What follows belongs to an exercise in optimizing a design on an open flow for small area, a short achievable clock period and few clock cycles per item; a production flow would make more cautious choices.
In this exercise RTL edits were held to simulation tests only and were not proved equivalent to the original.
Power figures rest on the tool's default switching activity, not on a simulated workload.

--- flow/run.sh ---
#!/bin/bash
set -uo pipefail
MARGIN=$(cat flow/margin.txt)
bash standard.sh SETUP_SLACK_MARGIN="$MARGIN" finish > standard_flow.log 2>&1
status=$?
cp -f orfs/logs/*/segdec/base/*.log . 2>/dev/null || true
exit $status
--- flow/margin.txt ---
9
--- standard.sh ---
#!/bin/bash
# synth_recipe.tcl (not shown) runs the flow's synth.tcl, then flattens the netlist and writes it again
# the make line also repeats each setting of config.mk as NAME=value (left out here)
make -C /OpenROAD-flow-scripts/flow DESIGN_CONFIG=/design/flow/config.mk WORK_HOME=/design/flow/orfs CLKGATE_MAP_FILE= SYNTH_SCRIPT=/design/flow/synth_recipe.tcl "${@:-finish}"
--- config.mk ---
export PLATFORM = sky130hd
export DESIGN_NAME = segdec
export DESIGN_NICKNAME = segdec
export VERILOG_FILES = /design/flow/design.v
export SDC_FILE = /design/flow/constraint.sdc
export NUM_CORES = 4
export LEC_CHECK = 0
export CAP_MARGIN = 50
export CORE_MARGIN = 2
export CORE_UTILIZATION = 50
export CTS_BUF_LIST = sky130_fd_sc_hd__clkbuf_4 sky130_fd_sc_hd__clkbuf_8
export SLEW_MARGIN = 70
--- constraint.sdc ---
create_clock -name core_clock -period 13.5 [get_ports {clk}]
set_input_delay 2.7000 -clock core_clock [delete_from_list [all_inputs] [get_ports {clk}]]
set_output_delay 2.7000 -clock core_clock [all_outputs]
set_load 0.01 [all_outputs]
--- design.v ---
module segdec (
    input  wire        clk,
    input  wire        rst,
    input  wire        hdr_valid,
    output wire        hdr_ready,
    input  wire [63:0] hdr_tag,
    input  wire [3:0]  hdr_kind,
    input  wire [9:0]  hdr_len,
    input  wire [31:0] hdr_check,
    input  wire        din_valid,
    output wire        din_ready,
    input  wire [63:0] din_data,
    output reg         dout_valid,
    output reg  [71:0] dout_data,
    output reg         res_valid,
    output wire        res_check_ok,
    output reg         res_decode_ok
);
    localparam [1:0] I_IDLE = 2'd0, I_TAG = 2'd1, I_HDR = 2'd2, I_DATA = 2'd3;
    function [31:0] crc8;
        input [31:0] c;
        input [7:0]  d;
        integer k;
        reg [31:0] t;
        begin
            t = c ^ {24'd0, d};
            for (k = 0; k < 8; k = k + 1)
                t = t[0] ? ((t >> 1) ^ 32'h82F63B78) : (t >> 1);
            crc8 = t;
        end
    endfunction
    reg  [1:0]  ist;
    reg  [2:0]  bidx;         
    reg  [31:0] crc;
    reg  [31:0] check;
    reg         chk_ok;
    reg  [9:0]  blft;         
    reg         last_byte;    
    reg         in_done;      
    reg  [7:0]  bq;
    reg         bq_v;
    reg         bq_tag;       
    reg         bq_first;     
    reg         bq_last;      
    reg         busy;         
    reg         raw;
    reg         err;
    reg  [6:0]  beats;        
    reg         bz;           
    reg  [2:0]  lane;         
    reg  [8:0]  prev;
    reg         in_run;
    reg  [8:0]  rm;           
    reg  [23:0] w;            
    reg  [4:0]  cnt;          
    reg  room;                
    wire bq_go   = bq_v && (bq_tag || room);
    wire bq_free = !bq_v || bq_go;
    wire in_data = (ist == I_DATA);
    wire fin;
    assign hdr_ready = (ist == I_HDR) && (!busy || fin);
    assign din_ready = in_data && last_byte && bq_free;
    wire hdr_fire = hdr_valid && hdr_ready;
    wire adv      = in_data && din_valid && bq_free;
    wire tag_take = hdr_valid && !ist[1] && bq_free;
    wire [7:0]  dbyte  = din_data[8*bidx +: 8];
    wire [7:0]  tbyte  = hdr_tag[8*bidx +: 8];
    wire [31:0] crc_nx = crc8(bq_first ? 32'hFFFFFFFF : crc, bq);
    reg  [3:0]  clen;
    reg  [3:0]  xb;
    reg         t_run;        
    reg         t_set;        
    reg  [9:0]  db;           
    reg         cin;
    reg  [4:0]  tbits;        
    always @(*) begin
        clen = 4'd2; xb = 4'd0; tbits = 5'd2; t_run = 1'b0; t_set = 1'b0; db = 10'd0; cin = 1'b0;
        casez ({w[0], w[1], w[2], w[3], w[4], w[5], w[6], w[7], w[8]})
            9'b00???????: begin clen = 4'd2; t_set = 1'b1; tbits = 5'd2; end
            9'b010??????: begin clen = 4'd3; t_run = 1'b1; db = 10'd0; tbits = 5'd3; end
            9'b011??????: begin clen = 4'd3; db = 10'd0; cin = 1'b1; tbits = 5'd3; end
            9'b100??????: begin clen = 4'd3; db = 10'h3FF; tbits = 5'd3; end
            9'b1010?????: begin clen = 4'd4; t_run = 1'b1; db = 10'd1; tbits = 5'd4; end
            9'b1011?????: begin clen = 4'd4; t_run = 1'b1; db = 10'd2; xb = 4'd1; tbits = 5'd5; end
            9'b11000????: begin clen = 4'd5; t_run = 1'b1; db = 10'd4; xb = 4'd2; tbits = 5'd7; end
            9'b11001????: begin clen = 4'd5; t_run = 1'b1; db = 10'd8; xb = 4'd3; tbits = 5'd8; end
            9'b11010????: begin clen = 4'd5; db = 10'd1; cin = 1'b1; tbits = 5'd5; end
            9'b11011????: begin clen = 4'd5; db = 10'h3FE; tbits = 5'd5; end
            9'b111000???: begin clen = 4'd6; t_set = 1'b1; xb = 4'd9; tbits = 5'd15; end
            9'b111001???: begin clen = 4'd6; t_run = 1'b1; db = 10'd16; xb = 4'd4; tbits = 5'd10; end
            9'b111010???: begin clen = 4'd6; t_run = 1'b1; db = 10'd256; xb = 4'd8; tbits = 5'd14; end
            9'b111011???: begin clen = 4'd6; db = 10'd2; cin = 1'b1; xb = 4'd1; tbits = 5'd7; end
            9'b111100???: begin clen = 4'd6; db = 10'h3FC; xb = 4'd1; tbits = 5'd7; end
            9'b1111010??: begin clen = 4'd7; t_run = 1'b1; db = 10'd32; xb = 4'd5; tbits = 5'd12; end
            9'b1111011??: begin clen = 4'd7; db = 10'd4; cin = 1'b1; xb = 4'd2; tbits = 5'd9; end
            9'b1111100??: begin clen = 4'd7; db = 10'h3F8; xb = 4'd2; tbits = 5'd9; end
            9'b11111010?: begin clen = 4'd8; t_run = 1'b1; db = 10'd64; xb = 4'd6; tbits = 5'd14; end
            9'b11111011?: begin clen = 4'd8; t_run = 1'b1; db = 10'd128; xb = 4'd7; tbits = 5'd15; end
            9'b11111100?: begin clen = 4'd8; db = 10'd8; cin = 1'b1; xb = 4'd3; tbits = 5'd11; end
            9'b11111101?: begin clen = 4'd8; db = 10'h3F0; xb = 4'd3; tbits = 5'd11; end
            9'b111111100: begin clen = 4'd9; db = 10'd16; cin = 1'b1; xb = 4'd4; tbits = 5'd13; end
            9'b111111101: begin clen = 4'd9; db = 10'h3E0; xb = 4'd4; tbits = 5'd13; end
            9'b111111110: begin clen = 4'd9; db = 10'd32; cin = 1'b1; xb = 4'd5; tbits = 5'd14; end
            default:      begin clen = 4'd9; db = 10'h3C0; xb = 4'd5; tbits = 5'd14; end
        endcase
    end
    wire [8:0]  xsh      = w[clen +: 9];
    wire [8:0]  xval     = xsh & ~(9'h1FF << xb);
    wire [9:0]  dx       = db | {1'b0, xval};
    wire [10:0] pv       = t_set ? 11'd0 : {2'b00, prev};
    wire [10:0] v        = pv + {dx[9], dx} + {10'd0, cin};
    wire        val_ok   = (v[10:9] == 2'b00);
    wire [4:0]  camt   = raw ? 5'd9 : tbits;
    wire [5:0]  diff   = {1'b0, cnt} - {1'b0, camt};
    wire        fit    = !diff[5];
    wire act    = busy && !err && !bz;
    wire go     = act && (in_run || fit);
    wire tokrun = !in_run && !raw && t_run;
    wire isrun  = in_run || tokrun;
    wire [8:0]  fill_m = in_run ? rm : (tokrun ? dx[8:0] : 9'd0);
    wire [3:0]  lo     = {1'b0, fill_m[2:0]} + {1'b0, lane};
    wire        ge8    = (fill_m[8:3] != 6'd0) || lo[3];       
    wire        bdone  = ge8 || (lo[2:0] == 3'd7);             
    wire [8:0]  s      = fill_m + {6'd0, lane};
    wire [8:0]  val    = isrun ? prev : (raw ? w[8:0] : v[8:0]);
    wire        cons   = act && !in_run && fit;
    wire        app    = bq_go && !bq_tag;
    wire [7:0]  abyte  = app ? bq : 8'd0;
    wire [23:0] wins   = w | ({16'd0, abyte} << cnt);
    wire [23:0] wsh    = wins >> camt;
    wire [4:0]  cnt_in = cnt + (app ? 5'd8 : 5'd0);
    wire [4:0]  cnt_nx = cons ? (diff[4:0] + (app ? 5'd8 : 5'd0)) : cnt_in;
    integer i;
    assign fin = busy && in_done && (err || bz);
    always @(posedge clk) begin
        if (rst) begin
            ist        <= I_IDLE;
            bidx       <= 3'd0;
            busy       <= 1'b0;
            bq_v       <= 1'b0;
            dout_valid <= 1'b0;
            res_valid  <= 1'b0;
        end else begin
            dout_valid <= go && bdone;
            res_valid  <= fin;
            if (hdr_fire)
                busy <= 1'b1;
            else if (fin)
                busy <= 1'b0;
            if (tag_take || adv)
                bq_v <= 1'b1;
            else if (bq_free)
                bq_v <= 1'b0;
            case (ist)
                I_IDLE, I_TAG: if (tag_take) begin
                    bidx <= bidx + 3'd1;
                    ist  <= (bidx == 3'd7) ? I_HDR : I_TAG;
                end
                I_HDR: if (hdr_fire)
                    ist  <= I_DATA;
                default: if (adv) begin
                    bidx <= bidx + 3'd1;
                    if (blft == 10'd1) begin
                        ist  <= I_IDLE;
                        bidx <= 3'd0;
                    end
                end
            endcase
        end
    end
    always @(posedge clk) begin
        if (bq_go) begin
            crc <= crc_nx;
            if (bq_last) begin
                chk_ok  <= (crc_nx == ~check);
                in_done <= 1'b1;
            end
        end
        if (tag_take) begin
            bq       <= tbyte;
            bq_tag   <= 1'b1;
            bq_first <= (ist == I_IDLE);
            bq_last  <= 1'b0;
        end
        if (adv) begin
            bq       <= dbyte;
            bq_tag   <= 1'b0;
            bq_first <= 1'b0;
            bq_last  <= (blft == 10'd1);
            blft     <= blft - 10'd1;
            last_byte <= (bidx == 3'd6) || (blft == 10'd2);
        end
        for (i = 0; i < 8; i = i + 1)
            if (i >= lane)
                dout_data[9*i +: 9] <= val;
        if (fin)
            res_decode_ok <= !err && (cnt < 5'd8) && (w[6:0] == 7'd0);
        if (hdr_fire) begin
            check   <= hdr_check;
            blft    <= hdr_len;
            last_byte <= (hdr_len == 10'd1);
            in_done <= 1'b0;
            raw     <= (hdr_kind == 4'h3);
            err     <= !((hdr_kind == 4'h1) || (hdr_kind == 4'h3 && hdr_len == 10'd576));
            beats   <= 7'd64;
            bz      <= 1'b0;
            lane    <= 3'd0;
            prev    <= 9'd0;
            in_run  <= 1'b0;
            w       <= 24'd0;
            cnt     <= 5'd0;
            room    <= 1'b1;
        end else if (busy) begin
            w   <= cons ? wsh : wins;
            cnt  <= cnt_nx;
            room <= (cnt_nx <= 5'd16) || err || bz;
            if (act && !in_run && !raw && !fit && blft == 10'd0 && !(bq_v && !bq_tag))
                err <= 1'b1;                     
            if (go && isrun && ge8 && beats == 7'd1)
                err <= 1'b1;                     
            if (go && !isrun && !raw && !val_ok)
                err <= 1'b1;                     
            if (app && bz)
                err <= 1'b1;                     
            if (go) begin
                if (bdone) begin
                    beats <= beats - 7'd1;
                    bz    <= (beats == 7'd1);
                    lane  <= 3'd0;
                end else begin
                    lane  <= s[2:0] + 3'd1;
                end
                in_run <= isrun && ge8;
                rm     <= s - 9'd8;
                if (!isrun && !raw)
                    prev <= v[8:0];
            end
        end
    end
    assign res_check_ok  = chk_ok;
endmodule
==> notes.md <==
==> worst max-delay path: cells and delay by family, from the launching register on <==
family	cells	cell delay, ns
simple gates	3	0.73
buf+inv	2	0.16
flops	1	0.33
==> synthesized netlist by cell type (9+ instances only) <==
master | number | share of area [%]
a211oi_1 | 15 | 0.74
a21o_1 | 17 | 0.84
a21oi_1 | 107 | 3.5
a221o_1 | 9 | 0.59
a221oi_1 | 13 | 0.75
a22oi_1 | 12 | 0.59
a31oi_1 | 21 | 0.86
and2_1 | 19 | 0.78
and3_1 | 11 | 0.45
buf_1 | 15 | 0.37
clkbuf_1 | 66 | 1.6
dfxtp_1 | 72 | 9.5
edfxtp_1 | 160 | 32
ha_1 | 28 | 2.3
inv_1 | 43 | 1.1
mux2_2 | 23 | 1.7
mux2i_1 | 53 | 3.5
mux4_2 | 42 | 6.2
nand2_1 | 132 | 3.3
nand2b_1 | 11 | 0.45
nand3_1 | 40 | 1.3
nand4_1 | 11 | 0.45
nor2_1 | 151 | 3.7
nor2b_1 | 9 | 0.37
nor3_1 | 38 | 1.2
nor4_1 | 10 | 0.41
o21ai_0 | 86 | 2.8
o31ai_1 | 12 | 0.59
or2_2 | 11 | 0.45
xnor2_1 | 106 | 6.1
xor2_1 | 42 | 2.4
==> timing repair <==
action,CTS,global route
gates resized for setup,77,53
buffers inserted,18,46
pin swaps,8,28
endpoints found under the setup margin,114,65
gates cloned,4,4
==> cell usage in the layout, fill, tap and decap left out, types with 11 or more instances in the layout <==
master,count
clkdlybuf4s50_1,252
edfxtp_1,160
nor2_1,139
nand2_1,129
xnor2_1,96
a21oi_1,91
buf_4,81
o21ai_0,72
dfxtp_1,51
clkbuf_8,49
mux2i_1,45
mux4_2,42
xor2_1,37
nand3_1,36
inv_1,35
nor3_1,34
ha_1,26
mux2_2,23
a31oi_1,18
and2_1,17
a21o_1,17
clkbuf_4,16
a211oi_1,14
a21oi_2,13
dfxtp_2,13
xnor2_2,12
buf_2,12
nand2b_1,11
nand4_1,11
a22oi_1,11
==> metrics by stage <==
step | setup slack [ns] | hold slack, ns | std cells | power (mW)
2_1_floorplan | 9.013 | 0.4321 | 1539 | 1.414
3_3_place_gp | 7.753 | 0.4424 | 2117 | 1.608
3_5_place_dp | 8.114 | 0.4465 | 2136 | 1.653
4_1_cts | 8.966 | 0.4550 | 2233 | 2.383
5_1_grt | 8.891 | 0.4857 | 2287 | 2.505
6_report | 9.033 | 0.4561 | 2288 | 2.399
==> power by group through the flow <==
stage               logic, mW  clock network [mW]  registers, mW
global placement        0.714                   0          0.894
floorplan               0.535                   0          0.880
CTS                     0.777               0.727          0.879
global route            0.861               0.762          0.883
detailed placement      0.757                   0          0.896
finish                  0.800               0.720          0.879
==> registers in the layout, indices dropped and copies added, names as in the netlist, 7 cells and up <==
| signal | count |
|---|---|
| dout_data | 72 |
| rm | 9 |
| w | 24 |
| blft | 10 |
| check | 32 |
| beats | 7 |
| prev | 9 |
| crc | 32 |
| bq | 8 |
==> cell families after synthesis <==
logic type,share of synthesized area [%]
flops,41.01
buf+inv,3.713
xor+xnor,10.66
compound gates,15.72
fa+ha+maj,2.826
mux,11.40
simple gates,14.66
==> area by class of cell <==
cell class / count / area, µm² / share of cell area, %
diodes: 1 / 2.502 / 0.01202
multi-input cells: 1167 / 9173 / 44.05
well taps: 390 / 488.0 / 2.344
repair buffers: 375 / 3757 / 18.05
flip-flops and latches: 232 / 6292 / 30.22
clock inverters: 11 / 127.6 / 0.6129
inverters: 48 / 193.9 / 0.9314
clock buffers: 64 / 787.0 / 3.780
==> per-layer routing <==
metal | vias to the layer above | part of all wire, % | global-route usage, %
met5 | - | 0.045 | 0
met4 | 4 | 3.9 | 10.40
met3 | 187 | 9.9 | 6.223
met2 | 824 | 45 | 48.92
met1 | 6663 | 41 | 42.96
li1 | 6358 | - | -
==> final timing paths <==
path / start / to / slack (ns) / depth (start not counted)
setup / recovery: bq_v$_SDFFE_PP0P_ / din_ready / 9.03 / 5
hold / removal: prev[6]$_SDFFE_PP0P_ / prev[6]$_SDFFE_PP0P_ / 0.46 / 2
hold reg to reg: prev[6]$_SDFFE_PP0P_ / prev[6]$_SDFFE_PP0P_ / 0.46 / 2
setup reg to reg: w[2]$_SDFFE_PP0P_ / rm[7]$_DFFE_PP_ / 9.04 / 18
==> flow_summary.html <==
<table>
<tr><th>Metric</th><th>Value</th></tr>
<tr><th colspan="2">Final layout</th></tr>
<tr><td>Final core utilization</td><td>69.88%</td></tr>
<tr><td>Layout cells sized above 1</td><td>23.56%</td></tr>
<tr><td>Final std cell area, no fill</td><td>20820 µm²</td></tr>
<tr><td>Fillers</td><td>2232</td></tr>
<tr><td>Layout Nets</td><td>2075</td></tr>
<tr><td>Area growth syn-to-layout</td><td>36.72%</td></tr>
<tr><th colspan="2">Drt</th></tr>
<tr><td>Average via count per standard cell</td><td>6.135</td></tr>
<tr><td>Iter 0 DRT Violations</td><td>1536</td></tr>
<tr><td>DR WL/cell</td><td>22.31 µm</td></tr>
<tr><td>DRC violations left</td><td>0</td></tr>
<tr><td>Detailed Route WL</td><td>51050 µm</td></tr>
<tr><td>Via Count</td><td>14040</td></tr>
<tr><td>Initial DRT Pass Iterations</td><td>8</td></tr>
<tr><td>Antenna violation net count after detailed routing</td><td>0</td></tr>
<tr><th colspan="2">Synth</th></tr>
<tr><td>Most instantiated flip-flop cell in the synthesis netlist</td><td>edfxtp_1</td></tr>
<tr><td>Share of synthesized flip-flops with an asynchronous set or reset</td><td>0%</td></tr>
<tr><td>Synthesized area divided by synthesized cell count</td><td>9.896 µm²</td></tr>
<tr><td>Post-synthesis cell count</td><td>1539</td></tr>
<tr><td>Area of the mapped netlist</td><td>15230 µm²</td></tr>
<tr><td>Synthesis-stage register bit count</td><td>232</td></tr>
<tr><td>Number of warnings reported in the yosys synthesis log</td><td>1</td></tr>
<tr><td>Count of cell types in the netlist</td><td>80</td></tr>
<tr><td>Net count after synthesis</td><td>1749</td></tr>
<tr><td>Post-synth EDFFs</td><td>160</td></tr>
<tr><td>Sequential fraction of the synthesis area</td><td>41.01%</td></tr>
<tr><th colspan="2">Clocking</th></tr>
<tr><td>Clk buf depth</td><td>3</td></tr>
<tr><td>Clk pin slew, worst setup/hold paths</td><td>0.06 ns</td></tr>
<tr><td>H-tree lvl count</td><td>2</td></tr>
<tr><td>Post-CTS Hold Buffers</td><td>0</td></tr>
<tr><td>TritonCTS clock tree</td><td>built</td></tr>
<tr><td>Clock sink count</td><td>232</td></tr>
<tr><td>Number of buffers created by CTS</td><td>41</td></tr>
<tr><td>Clock tree root buffer cell</td><td>clkbuf_8</td></tr>
<tr><td>Clock latency on the worst-skew pair</td><td>0.56 ns</td></tr>
<tr><th colspan="2">Power and ir drop</th></tr>
<tr><td>Portion of total power attributed to sequential cells</td><td>36.6%</td></tr>
<tr><td>Switching power of the nets</td><td>0.7592 mW</td></tr>
<tr><td>Clock network fraction of design power</td><td>30.0%</td></tr>
<tr><td>Static leakage</td><td>7.795 nW</td></tr>
<tr><td>Gate power share</td><td>33.4%</td></tr>
<tr><td>Internal</td><td>1.640 mW</td></tr>
<tr><td>P per Cell Area</td><td>115.2 nW/µm²</td></tr>
<tr><td>Switching part of the total power</td><td>31.65%</td></tr>
<tr><td>Largest vdd supply drop</td><td>73.11 µV</td></tr>
<tr><th colspan="2">Worst setup path</th></tr>
<tr><td>Crit start category</td><td>flip-flop</td></tr>
<tr><td>Cell chain of the critical path</td><td>inv_2 -&gt; or3_4 -&gt; and3_4 -&gt; and2_4 -&gt; buf_6</td></tr>
<tr><td>Critical Setup Path Class</td><td>flip-flop to output port</td></tr>
<tr><td>Slowest stage delay, CP</td><td>0.39 ns</td></tr>
<tr><td>CP Data Required Time</td><td>10.80 ns</td></tr>
<tr><td>Crit end category</td><td>output port</td></tr>
<tr><td>Critical-path top delay cell</td><td>or3_4</td></tr>
<tr><td>Endpoint arrival time on the critical path</td><td>1.77 ns</td></tr>
<tr><td>Largest driver fanout on the critical path</td><td>3</td></tr>
<tr><th colspan="2">Floorplanning</th></tr>
<tr><td>Total core area</td><td>29800 µm²</td></tr>
<tr><td>Die X</td><td>178.5 µm</td></tr>
<tr><td>Number of top-level design ports</td><td>256</td></tr>
<tr><td>Total die area</td><td>31870 µm²</td></tr>
<tr><td>Initial standard-cell utilization of the core</td><td>51.11%</td></tr>
<tr><td>Row count</td><td>63</td></tr>
<tr><td>Die Y-Extent</td><td>178.5 µm</td></tr>
<tr><th colspan="2">Placed design</th></tr>
<tr><td>Count of input and output buffers</td><td>255</td></tr>
<tr><td>Detailed placer's ending HPWL</td><td>36480 µm</td></tr>
<tr><td>Area post-placement</td><td>18650 µm²</td></tr>
<tr><td>Gp weighted congestion</td><td>0.9938</td></tr>
<tr><th colspan="2">Timing</th></tr>
<tr><td>Fin Setup TNS</td><td>0 ns</td></tr>
<tr><td>Final Cycle Share</td><td>33.09%</td></tr>
<tr><td>Post-route minimum period</td><td>4.467 ns</td></tr>
<tr><td>Tightest slew margin relative to the limit</td><td>67.71%</td></tr>
<tr><td>Worst slew pin tran</td><td>0.4783 ns</td></tr>
<tr><td>Setup repair after global routing missed its margin</td><td>true</td></tr>
<tr><td>Final setup violating endpoints</td><td>0</td></tr>
<tr><td>Pins Over Slew Limit</td><td>0</td></tr>
<tr><td>Maximum clock skew at final layout</td><td>0.02160 ns</td></tr>
<tr><td>Fmax</td><td>0.2239 GHz</td></tr>
<tr><td>Hold Fails Final Rpt</td><td>0</td></tr>
<tr><th colspan="2">Global routing</th></tr>
<tr><td>Overall global routing resource usage</td><td>31.08%</td></tr>
<tr><td>GR Overflow Total</td><td>0</td></tr>
<tr><td>Initial antenna violation count</td><td>3</td></tr>
<tr><td>Number of global-route vias before repair</td><td>13410</td></tr>
<tr><td>First-pass GRT wire length</td><td>76080 µm</td></tr>
<tr><td>Pin count of the biggest net entering global routing</td><td>39</td></tr>
<tr><th colspan="2">Run</th></tr>
<tr><td>Max-cap check violation count</td><td>0</td></tr>
<tr><th colspan="2">Run status</th></tr>
<tr><td>Result of the run</td><td>timing/DRC/antenna clean</td></tr>
<tr><th colspan="2">Hold path</th></tr>
<tr><td>Class of the tightest hold or removal check</td><td>flip-flop to flip-flop</td></tr>
</table>
Testbench counts, summed over its fixed seeds: cycles 40,864, segments 320.

==> static timing again, ports no longer ideal <==
In the flow no input, the clock included, has a driving cell. The finished layout below was timed again as built, in two steps.
Step 1 (the two cells are an assumption about what drives the block):
set clk [get_ports {clk}]
set_driving_cell -lib_cell sky130_fd_sc_hd__clkbuf_16 $clk
set_driving_cell -lib_cell sky130_fd_sc_hd__buf_2 [delete_from_list [all_inputs] $clk]
Step 2 moves the port delays by t, midway between the first and last clock arrival at a register: inputs arrive t later, outputs are due t later. That takes back most of the time a late clock gives input paths.
a / b / c = ideal / step 1 / step 2; a / b = the first two.
t, ns: 0.604
setup slack, ns: 9.033 / 8.982 / 8.488
hold slack, ns: 0.456 / 0.456 / 0.456
pins driven straight from the clock port: 1
After both steps this run still meets setup and hold. The setup slack of this run moves by -0.051 ns with the drivers and by -0.545 ns with both steps.
